Background: an optimization exercise with open tools, aiming at small area and a short achievable clock period. Do not read the settings as production practice. The RTL was checked by simulation tests, not by an equivalence proof against the original design.

==> run.sh <==
#!/bin/bash
# synth_recipe.tcl (not shown) runs the flow's synth.tcl, then flattens the netlist and writes it again
# the make line also repeats each setting of config.mk as NAME=value (left out here)
make -C /OpenROAD-flow-scripts/flow DESIGN_CONFIG=/design/flow/config.mk WORK_HOME=/design/flow/orfs CLKGATE_MAP_FILE= SYNTH_SCRIPT=/design/flow/synth_recipe.tcl finish
==> config.mk <==
export PLATFORM = sky130hd
export DESIGN_NAME = zasyn_rx
export DESIGN_NICKNAME = zasyn_rx
export VERILOG_FILES = /design/flow/design.v
export SDC_FILE = /design/flow/constraint.sdc
export NUM_CORES = 4
export LEC_CHECK = 0
export CAP_MARGIN = 20
export CORE_MARGIN = 2
export CORE_UTILIZATION = 40
export PLACE_DENSITY = 0.6
export SLEW_MARGIN = 20
==> constraint.sdc <==
create_clock -name core_clock -period 10.0 [get_ports {clk}]
set_input_delay 2.0000 -clock core_clock [delete_from_list [all_inputs] [get_ports {clk}]]
set_output_delay 2.0000 -clock core_clock [all_outputs]
set_load 0.01 [all_outputs]
==> design.v <==
module zasyn_rx (
    input  wire        clk,
    input  wire        rst,           
    input  wire [1:0]  pol_mode,      
    input  wire        in_valid,
    input  wire [1:0]  in_hdr,        
    input  wire [63:0] in_data,       
    output reg         o_valid,
    output reg  [1:0]  o_kind,        
    output reg  [63:0] o_data,
    output reg  [9:0]  o_row,
    output reg  [6:0]  o_blk,
    output reg         o_hdr_err,
    output reg         o_bip_valid,
    output reg  [4:0]  o_bip_errs,
    output reg         frame_lock,
    output reg         lom,
    output reg         pol_inv,
    output reg  [6:0]  exp_mfi,
    output reg  [6:0]  exp_sfi,
    output wire [2:0]  cand_cnt,
    output reg  [15:0] cnt_missing,
    output reg  [15:0] cnt_moves,
    output reg  [15:0] cnt_ignored,
    output reg  [15:0] cnt_disagree,
    output reg  [15:0] cnt_hdr_err,
    output reg  [15:0] cnt_bip
);
    localparam [16:0] BLOCKS_PER_FRAME = 17'd97000;
    localparam [1:0]  HDR_DATA = 2'b01;
    localparam [1:0]  HDR_CTRL = 2'b10;
    localparam [7:0]  TYPE_FAB = 8'hC3;
    localparam [7:0]  TYPE_OH  = 8'h96;
    function [7:0] fab_crc;
        input [63:0] b;
        reg   [7:0]  c;
        integer      k, j;
        begin
            c = 8'hFF;
            for (k = 1; k <= 6; k = k + 1) begin
                c = c ^ b[8*k +: 8];
                for (j = 0; j < 8; j = j + 1)
                    c = c[7] ? ((c << 1) ^ 8'h2F) : (c << 1);
            end
            fab_crc = c;
        end
    endfunction
    function fab_ok;
        input [63:0] b;
        reg   [7:6]  tag_ll;
        reg   [5:4]  tag_w;
        reg          tag_ok;
        begin
            tag_ll = b[55:54];
            tag_w  = b[53:52];
            case (tag_w)
                2'b00:   tag_ok = (tag_ll == 2'd0);
                2'b01:   tag_ok = (tag_ll <  2'd2);
                2'b10:   tag_ok = 1'b1;
                default: tag_ok = 1'b0;
            endcase
            fab_ok = (b[7:0]   == TYPE_FAB) &&
                     (b[15:8]  == 8'h5B) &&
                     (b[23:16] == 8'hA6) &&
                     (b[31:24] == 8'h3C) &&
                     (b[39:32] <= 8'd127) &&
                     (b[47:40] <= 8'd124) &&
                     tag_ok &&
                     (b[63:56] == fab_crc(b));
        end
    endfunction
    function [13:0] mf_next;
        input [13:0] sm;    
        begin
            if (sm[6:0] == 7'd127)
                mf_next = {(sm[13:7] == 7'd124) ? 7'd0 : sm[13:7] + 7'd1, 7'd0};
            else
                mf_next = {sm[13:7], sm[6:0] + 7'd1};
        end
    endfunction
    reg  [57:0]  scr;                  
    wire [121:0] ext = {in_data, scr};
    wire [63:0]  dsc;
    genvar gi;
    generate
        for (gi = 0; gi < 64; gi = gi + 1) begin : g_dsc
            assign dsc[gi] = ext[58 + gi] ^ ext[19 + gi] ^ ext[gi];
        end
    endgenerate
    wire [63:0] dsc_n = ~dsc;
    wire fab_n = (in_hdr == HDR_CTRL) && fab_ok(dsc);
    wire fab_i = (in_hdr == HDR_DATA) && fab_ok(dsc_n);
    reg [16:0] bc;                     
    reg [3:0]        c_v;
    reg [3:0][16:0]  c_pos;
    reg [3:0]        c_form;           
    reg [3:0][1:0]   c_cnt;
    reg [3:0]        c_cons;           
    reg [3:0][13:0]  c_last;           
    reg [3:0]        c_miss;           
    reg [9:0]  row;                    
    reg [6:0]  blk;
    reg [1:0]  miss_run;
    reg [1:0]  dis_run;
    reg        prev_ok;                
    reg [13:0] prev_sm;
    reg [15:0] bip_acc;
    reg [15:0] bip_prev;
    reg        bip_prev_ok;
    assign cand_cnt = {2'b00, c_v[0]} + {2'b00, c_v[1]} +
                      {2'b00, c_v[2]} + {2'b00, c_v[3]};
    wire auto_pol = (pol_mode == 2'd0) || (pol_mode == 2'd3);
    wire allow_n  = (pol_mode == 2'd1) || (auto_pol && (!frame_lock || !pol_inv));
    wire allow_i  = (pol_mode == 2'd2) || (auto_pol && (!frame_lock ||  pol_inv));
    wire start_n  = fab_n && allow_n;
    wire start_i  = fab_i && allow_i;
    wire [13:0] fab_sm  = pol_inv ? {dsc_n[46:40], dsc_n[38:32]} : {dsc[46:40], dsc[38:32]};
    wire [13:0] fab_sm_n = {dsc[46:40], dsc[38:32]};
    wire [13:0] fab_sm_i = {dsc_n[46:40], dsc_n[38:32]};
    wire       blk_wrap = (blk == 7'd96);
    wire [6:0] nblk     = blk_wrap ? 7'd0 : blk + 7'd1;
    wire [9:0] nrow     = blk_wrap ? ((row == 10'd999) ? 10'd0 : row + 10'd1) : row;
    wire       at_lock  = frame_lock && (nrow == 10'd0) && (nblk == 7'd0);
    wire        lk_fab  = pol_inv ? fab_i : fab_n;
    wire [63:0] lk_data = pol_inv ? dsc_n : dsc;
    wire [1:0]  lk_hdr  = pol_inv ? ~in_hdr : in_hdr;
    reg        hit_any;
    reg [1:0]  hit_idx;
    reg        free_any;
    reg [1:0]  free_idx;
    integer    i;
    always @* begin
        hit_any  = 1'b0;
        hit_idx  = 2'd0;
        free_any = 1'b0;
        free_idx = 2'd0;
        for (i = 3; i >= 0; i = i - 1) begin
            if (c_v[i] && c_pos[i] == bc) begin
                hit_any = 1'b1;
                hit_idx = i[1:0];
            end
            if (!c_v[i]) begin
                free_any = 1'b1;
                free_idx = i[1:0];
            end
        end
    end
    wire        h_form = c_form[hit_idx];
    wire        h_ok   = h_form ? fab_i : fab_n;
    wire [13:0] h_sm   = h_form ? fab_sm_i : fab_sm_n;
    wire        h_cons = c_cons[hit_idx] && (h_sm == mf_next(c_last[hit_idx]));
    wire        h_lock = hit_any && h_ok && !frame_lock && (c_cnt[hit_idx] == 2'd2);
    wire        h_move = hit_any && h_ok &&  frame_lock && c_miss[hit_idx];
    wire        start  = (start_n || start_i) && !hit_any && !at_lock;
    wire [13:0] exp_next = mf_next({exp_sfi, exp_mfi});
    wire        agree    = (fab_sm == exp_next);
    wire        lom_clr  = prev_ok && (fab_sm == mf_next(prev_sm));
    wire        lof      = at_lock && !lk_fab && (miss_run == 2'd3);
    wire [15:0] blk_bip = {lk_data[7:0],   lk_data[15:8]}  ^
                          {lk_data[23:16], lk_data[31:24]} ^
                          {lk_data[39:32], lk_data[47:40]} ^
                          {lk_data[55:48], lk_data[63:56]};
    wire [15:0] bip_diff = bip_prev ^ {lk_data[15:8], lk_data[23:16]};
    reg  [4:0]  bip_pop;
    integer     p;
    always @* begin
        bip_pop = 5'd0;
        for (p = 0; p < 16; p = p + 1)
            bip_pop = bip_pop + {4'd0, bip_diff[p]};
    end
    wire oh_good = (lk_hdr == HDR_CTRL) && (lk_data[7:0] == TYPE_OH);
    always @(posedge clk) begin
        if (rst) begin
            scr          <= 58'd0;
            bc           <= 17'd0;
            c_v          <= 4'd0;
            c_pos        <= '0;
            c_form       <= 4'd0;
            c_cnt        <= '0;
            c_cons       <= 4'd0;
            c_last       <= '0;
            c_miss       <= 4'd0;
            row          <= 10'd0;
            blk          <= 7'd0;
            miss_run     <= 2'd0;
            dis_run      <= 2'd0;
            prev_ok      <= 1'b0;
            prev_sm      <= 14'd0;
            bip_acc      <= 16'd0;
            bip_prev     <= 16'd0;
            bip_prev_ok  <= 1'b0;
            frame_lock   <= 1'b0;
            lom          <= 1'b0;
            pol_inv      <= 1'b0;
            exp_mfi      <= 7'd0;
            exp_sfi      <= 7'd0;
            o_valid      <= 1'b0;
            o_kind       <= 2'd0;
            o_data       <= 64'd0;
            o_row        <= 10'd0;
            o_blk        <= 7'd0;
            o_hdr_err    <= 1'b0;
            o_bip_valid  <= 1'b0;
            o_bip_errs   <= 5'd0;
            cnt_missing  <= 16'd0;
            cnt_moves    <= 16'd0;
            cnt_ignored  <= 16'd0;
            cnt_disagree <= 16'd0;
            cnt_hdr_err  <= 16'd0;
            cnt_bip      <= 16'd0;
        end else begin
            o_valid     <= in_valid;
            o_bip_valid <= 1'b0;
            o_hdr_err   <= 1'b0;
            if (in_valid) begin
                scr <= in_data[63:6];
                bc  <= (bc == BLOCKS_PER_FRAME - 17'd1) ? 17'd0 : bc + 17'd1;
                if (hit_any) begin
                    if (!h_ok) begin
                        c_v[hit_idx] <= 1'b0;
                    end else begin
                        c_cnt[hit_idx]  <= (c_cnt[hit_idx] == 2'd3) ? 2'd3 : c_cnt[hit_idx] + 2'd1;
                        c_cons[hit_idx] <= h_cons;
                        c_last[hit_idx] <= h_sm;
                        c_miss[hit_idx] <= 1'b0;
                    end
                end
                if (start) begin
                    if (free_any) begin
                        c_v[free_idx]    <= 1'b1;
                        c_pos[free_idx]  <= bc;
                        c_form[free_idx] <= start_i;
                        c_cnt[free_idx]  <= 2'd1;
                        c_cons[free_idx] <= 1'b1;
                        c_last[free_idx] <= start_i ? fab_sm_i : fab_sm_n;
                        c_miss[free_idx] <= 1'b0;
                    end else begin
                        cnt_ignored <= cnt_ignored + 16'd1;
                    end
                end
                if (h_lock || h_move) begin
                    frame_lock <= 1'b1;
                    pol_inv    <= h_form;
                    row        <= 10'd0;
                    blk        <= 7'd0;
                    miss_run   <= 2'd0;
                    dis_run    <= 2'd0;
                    prev_ok    <= 1'b1;
                    prev_sm    <= h_sm;
                    {exp_sfi, exp_mfi} <= h_sm;
                    bip_acc     <= 16'd0;
                    bip_prev_ok <= 1'b0;
                    if (h_lock) begin
                        lom <= !h_cons;
                        c_v <= 4'd0;
                    end else begin
                        cnt_moves <= cnt_moves + 16'd1;
                        c_v[hit_idx] <= 1'b0;
                        c_miss <= 4'd0;
                    end
                end else if (frame_lock) begin
                    row <= nrow;
                    blk <= nblk;
                    if (at_lock) begin
                        {exp_sfi, exp_mfi} <= exp_next;
                        bip_prev    <= bip_acc;
                        bip_prev_ok <= 1'b1;
                        bip_acc     <= 16'd0;
                        if (!lk_fab) begin
                            cnt_missing <= cnt_missing + 16'd1;
                            miss_run    <= miss_run + 2'd1;
                            prev_ok     <= 1'b0;
                            c_miss      <= 4'b1111;
                            if (lof) begin
                                frame_lock <= 1'b0;
                                lom        <= 1'b0;
                                c_v        <= 4'd0;
                            end
                        end else begin
                            miss_run <= 2'd0;
                            prev_ok  <= 1'b1;
                            prev_sm  <= fab_sm;
                            if (!agree)
                                cnt_disagree <= cnt_disagree + 16'd1;
                            if (!lom) begin
                                if (agree) begin
                                    dis_run <= 2'd0;
                                end else if (dis_run == 2'd2) begin
                                    lom     <= 1'b1;
                                    dis_run <= 2'd0;
                                end else begin
                                    dis_run <= dis_run + 2'd1;
                                end
                            end else if (lom_clr) begin
                                lom     <= 1'b0;
                                dis_run <= 2'd0;
                                {exp_sfi, exp_mfi} <= fab_sm;
                            end
                        end
                    end else if (nblk != 7'd0) begin
                        bip_acc <= bip_acc ^ blk_bip;
                        if (lk_hdr != HDR_DATA)
                            cnt_hdr_err <= cnt_hdr_err + 16'd1;
                    end else if (nrow == 10'd1 && oh_good && bip_prev_ok) begin
                        cnt_bip <= cnt_bip + {11'd0, bip_pop};
                    end
                end
                if (h_lock || h_move) begin
                    o_kind  <= 2'd2;
                    o_data  <= h_form ? dsc_n : dsc;
                    o_row   <= 10'd0;
                    o_blk   <= 7'd0;
                end else if (frame_lock && !lof) begin
                    o_data  <= lk_data;
                    o_row   <= nrow;
                    o_blk   <= nblk;
                    if (nblk != 7'd0) begin
                        o_kind    <= 2'd1;
                        o_hdr_err <= (lk_hdr != HDR_DATA);
                    end else if (nrow == 10'd0) begin
                        o_kind  <= lk_fab ? 2'd2 : 2'd3;
                    end else begin
                        o_kind  <= oh_good ? 2'd2 : 2'd3;
                        if (nrow == 10'd1 && oh_good && bip_prev_ok) begin
                            o_bip_valid <= 1'b1;
                            o_bip_errs  <= bip_pop;
                        end
                    end
                end else begin
                    o_kind  <= 2'd0;
                    o_data  <= dsc;
                    o_row   <= 10'd0;
                    o_blk   <= 7'd0;
                end
            end
        end
    end
endmodule
==> reports/qor.txt <==
DRC -> 0
post-synthesis cell type with the largest combined area -> dfxtp_1
GR Util All Layers -> 0.268
CP arrival -> 9900 ps
Final setup viols -> 0
unrepaired setup endpoints after global routing -> false
CTS sink count -> 496
Crit Path Class -> in2reg
Post-Syn Instances -> 3,562
clock period minus worst slack -> 9350 ps
Final Util -> 0.486
# Post-CTS Setup Buffers -> 0
CTS clk-pin slew, worst paths -> 60 ps
Yosys Warn Count -> 1
FFs w/ async S/R, synth -> 0
worst hold path type -> reg2reg
hpwl dp -> 83.1 mm
Inserted Diodes -> 0
CP Capture Type -> flop
CTS max path bufs -> 3
commonest cells in the synthesized netlist -> dfxtp_1 (496), nor2_1 (449), xnor2_1 (413)
Seq/Total Area, Yosys -> 0.313
vias per cell -> 5.66
Syn Nets -> 3,691
# H-tree levels -> 2
Die W -> 286 um
Yosys reg bits -> 496
Port Buffers -> 277
drt pass-1 iters -> 7
Slew HR -> 0.167
final WL -> 113 mm
Worst-Skew Late Latency -> 650 ps
final setup TNS -> 0 ps
Peak Freq -> 107 MHz
die height -> 286 um
Hold Fails Final Rpt -> 0
fin nets -> 3,966
share of cells above drive strength 1 -> 0.0891
Layout area overhead -> 20.6%
vias in the first global route -> 26,812
post-synth top area share -> 0.313
first-pass GRT wire length -> 169 mm
wire per inst -> 22.9 um
# rows -> 103
drt initial violations -> 2,659
Final GP Congestion -> 0.985
Post-Place Cell Area -> 36,300 um2
Worst Setup Start Kind -> primary input
post-route ant nets -> 0
most frequent cell after synthesis -> dfxtp_1
part of the cycle the worst path needs -> 0.935
# IOs -> 278
Root Driver -> clkbuf_16
CTS resizes -> 0
Max-Cap Viols -> 0
clock skew -> 48.5 ps
CP required -> 10,550 ps
post-route cell area -> 38,200 um2
Hold Buf Count CTS -> 0
die area -> 81,500 um2
Critical Path Fanout Max -> 12
largest net degree at the start of global routing -> 214
status -> complete, no violations
Most used DFF post-synth -> dfxtp_1
core area -> 78,700 um2
vias -> 27,913
initial antenna violation count -> 1
final slew viol count -> 0
Post-synth EDFFs -> 0
grt ovf -> 0
Slew @ Worst Pin -> 1220 ps
top cells by area, synth -> dfxtp_1 (31%), xnor2_1 (11%), mux2i_1 (6.4%), xnor3_1 (5.5%), xor2_1 (5.3%)
Starting Density -> 0.403
CTS tree -> done
Syn Area/Cell -> 8.90 um2
cts bufs inserted -> 60
Mapped Area -> 31,700 um2
Yosys cell types -> 98
==> metal layers <==
metal | track usage | up-vias | share of wire
met5 | 0 | - | 0
met4 | 0.114 | 0 | 0.046
met3 | 0.0455 | 281 | 0.072
met2 | 0.434 | 1084 | 0.46
met1 | 0.354 | 13410 | 0.43
li1 | - | 13138 | -
==> cell families (layout without fill, tap and decap cells) <==
kind of cell / count (synthesis) / count (layout) / synth area share
xor gates and xnor gates: 715 / 715 / 0.244
adders and majority gates: 58 / 58 / 0.0257
muxes: 218 / 218 / 0.0698
DFF: 496 / 496 / 0.313
AOI/OAI and AO/OA: 593 / 593 / 0.131
buffers and inverters: 274 / 595 / 0.0337
and+or+nand+nor: 1208 / 1208 / 0.183
==> final timing paths <==
| kind | from | endpoint | slack (ps) | cells past startpoint |
|---|---|---|---|---|
| worst max-delay path | in_data[14] | c_last[28] | 650 | 21 |
| worst max register to register | scr[15] | c_last[28] | 2310 | 19 |
| worst min-delay path | c_last[7] | c_last[7] | 440 | 2 |
| worst min register to register | c_last[7] | c_last[7] | 440 | 2 |
==> stage by stage <==
stage / cells / hold WS, ps / setup WS [ps]
after detailed placement: 4825 / 429 / 103
after floorplan: 3562 / 412 / 1060
after global placement: 4824 / 432 / 289
after CTS: 4933 / 438 / 759
final: 4933 / 437 / 647
after global routing: 4933 / 466 / 409
==> state kept, by name (all words and copies together), names as in the netlist, 17 cells and up <==
signal  flops
bc         17
o_data     64
scr        58
c_pos      68
c_last     56
==> layout make-up <==
type / instances / area, um2
tap: 1050 / 1310
timing repair buffer: 428 / 3950
inverter: 59 / 221
clock inverter: 19 / 228
sequential: 496 / 9930
clock buffer: 89 / 1710
fill: 7509 / 40500
multi-input combinational: 2792 / 20900
==> worst max-delay path, stage by stage <==
cell and delay, ps:
clkdlybuf4s50_1 560, xnor3_2 470, inv_1 110, ha_1 300
xnor2_2 260, xnor3_1 410, xor3_1 440, xnor3_1 400
xor3_2 490, xnor3_1 460, xor3_1 290, xnor3_2 490
xnor3_1 370, or3_1 410, a221o_1 410, or3_4 430
a21oi_1 260, buf_4 210, nand3_1 280, a21o_1 480
a31o_2 330
==> cells in the final DEF, fill, tap and decap left out, drive strengths merged, types with 87 or more instances in the layout <==
cell,n
clkdlybuf4s50,275
a21oi,119
nor3,87
mux2i,202
buf,153
nand2,254
clkbuf,89
xor2,194
o21ai,119
nor2,449
nand3,102
dfxtp,496
xnor2,425

afterwards: timing with drivers on the ports:
The flow's constraints put no driver on any port. The routed layout listed below was extracted and timed again, unchanged, in two steps.
Step 1 (the two cells are an assumption about what drives the block):
set clk [get_ports {clk}]
set_driving_cell -lib_cell sky130_fd_sc_hd__clkbuf_16 $clk
set_driving_cell -lib_cell sky130_fd_sc_hd__buf_2 [delete_from_list [all_inputs] $clk]
Step 2 moves the port delays by t, midway between the first and last clock arrival at a register: inputs arrive t later, outputs are due t later. That takes back most of the time a late clock gives input paths.
Three values: no drivers, after step 1, after step 2; two values: the first two.
t, ns: 0.700
setup slack, ns: 0.647 / 0.693 / -0.007
worst setup path after step 2: input to register
Met with ideal ports but missed after step 2: setup timing in this run. The setup slack of this run moves by +0.046 ns with the drivers and by -0.654 ns with both steps.
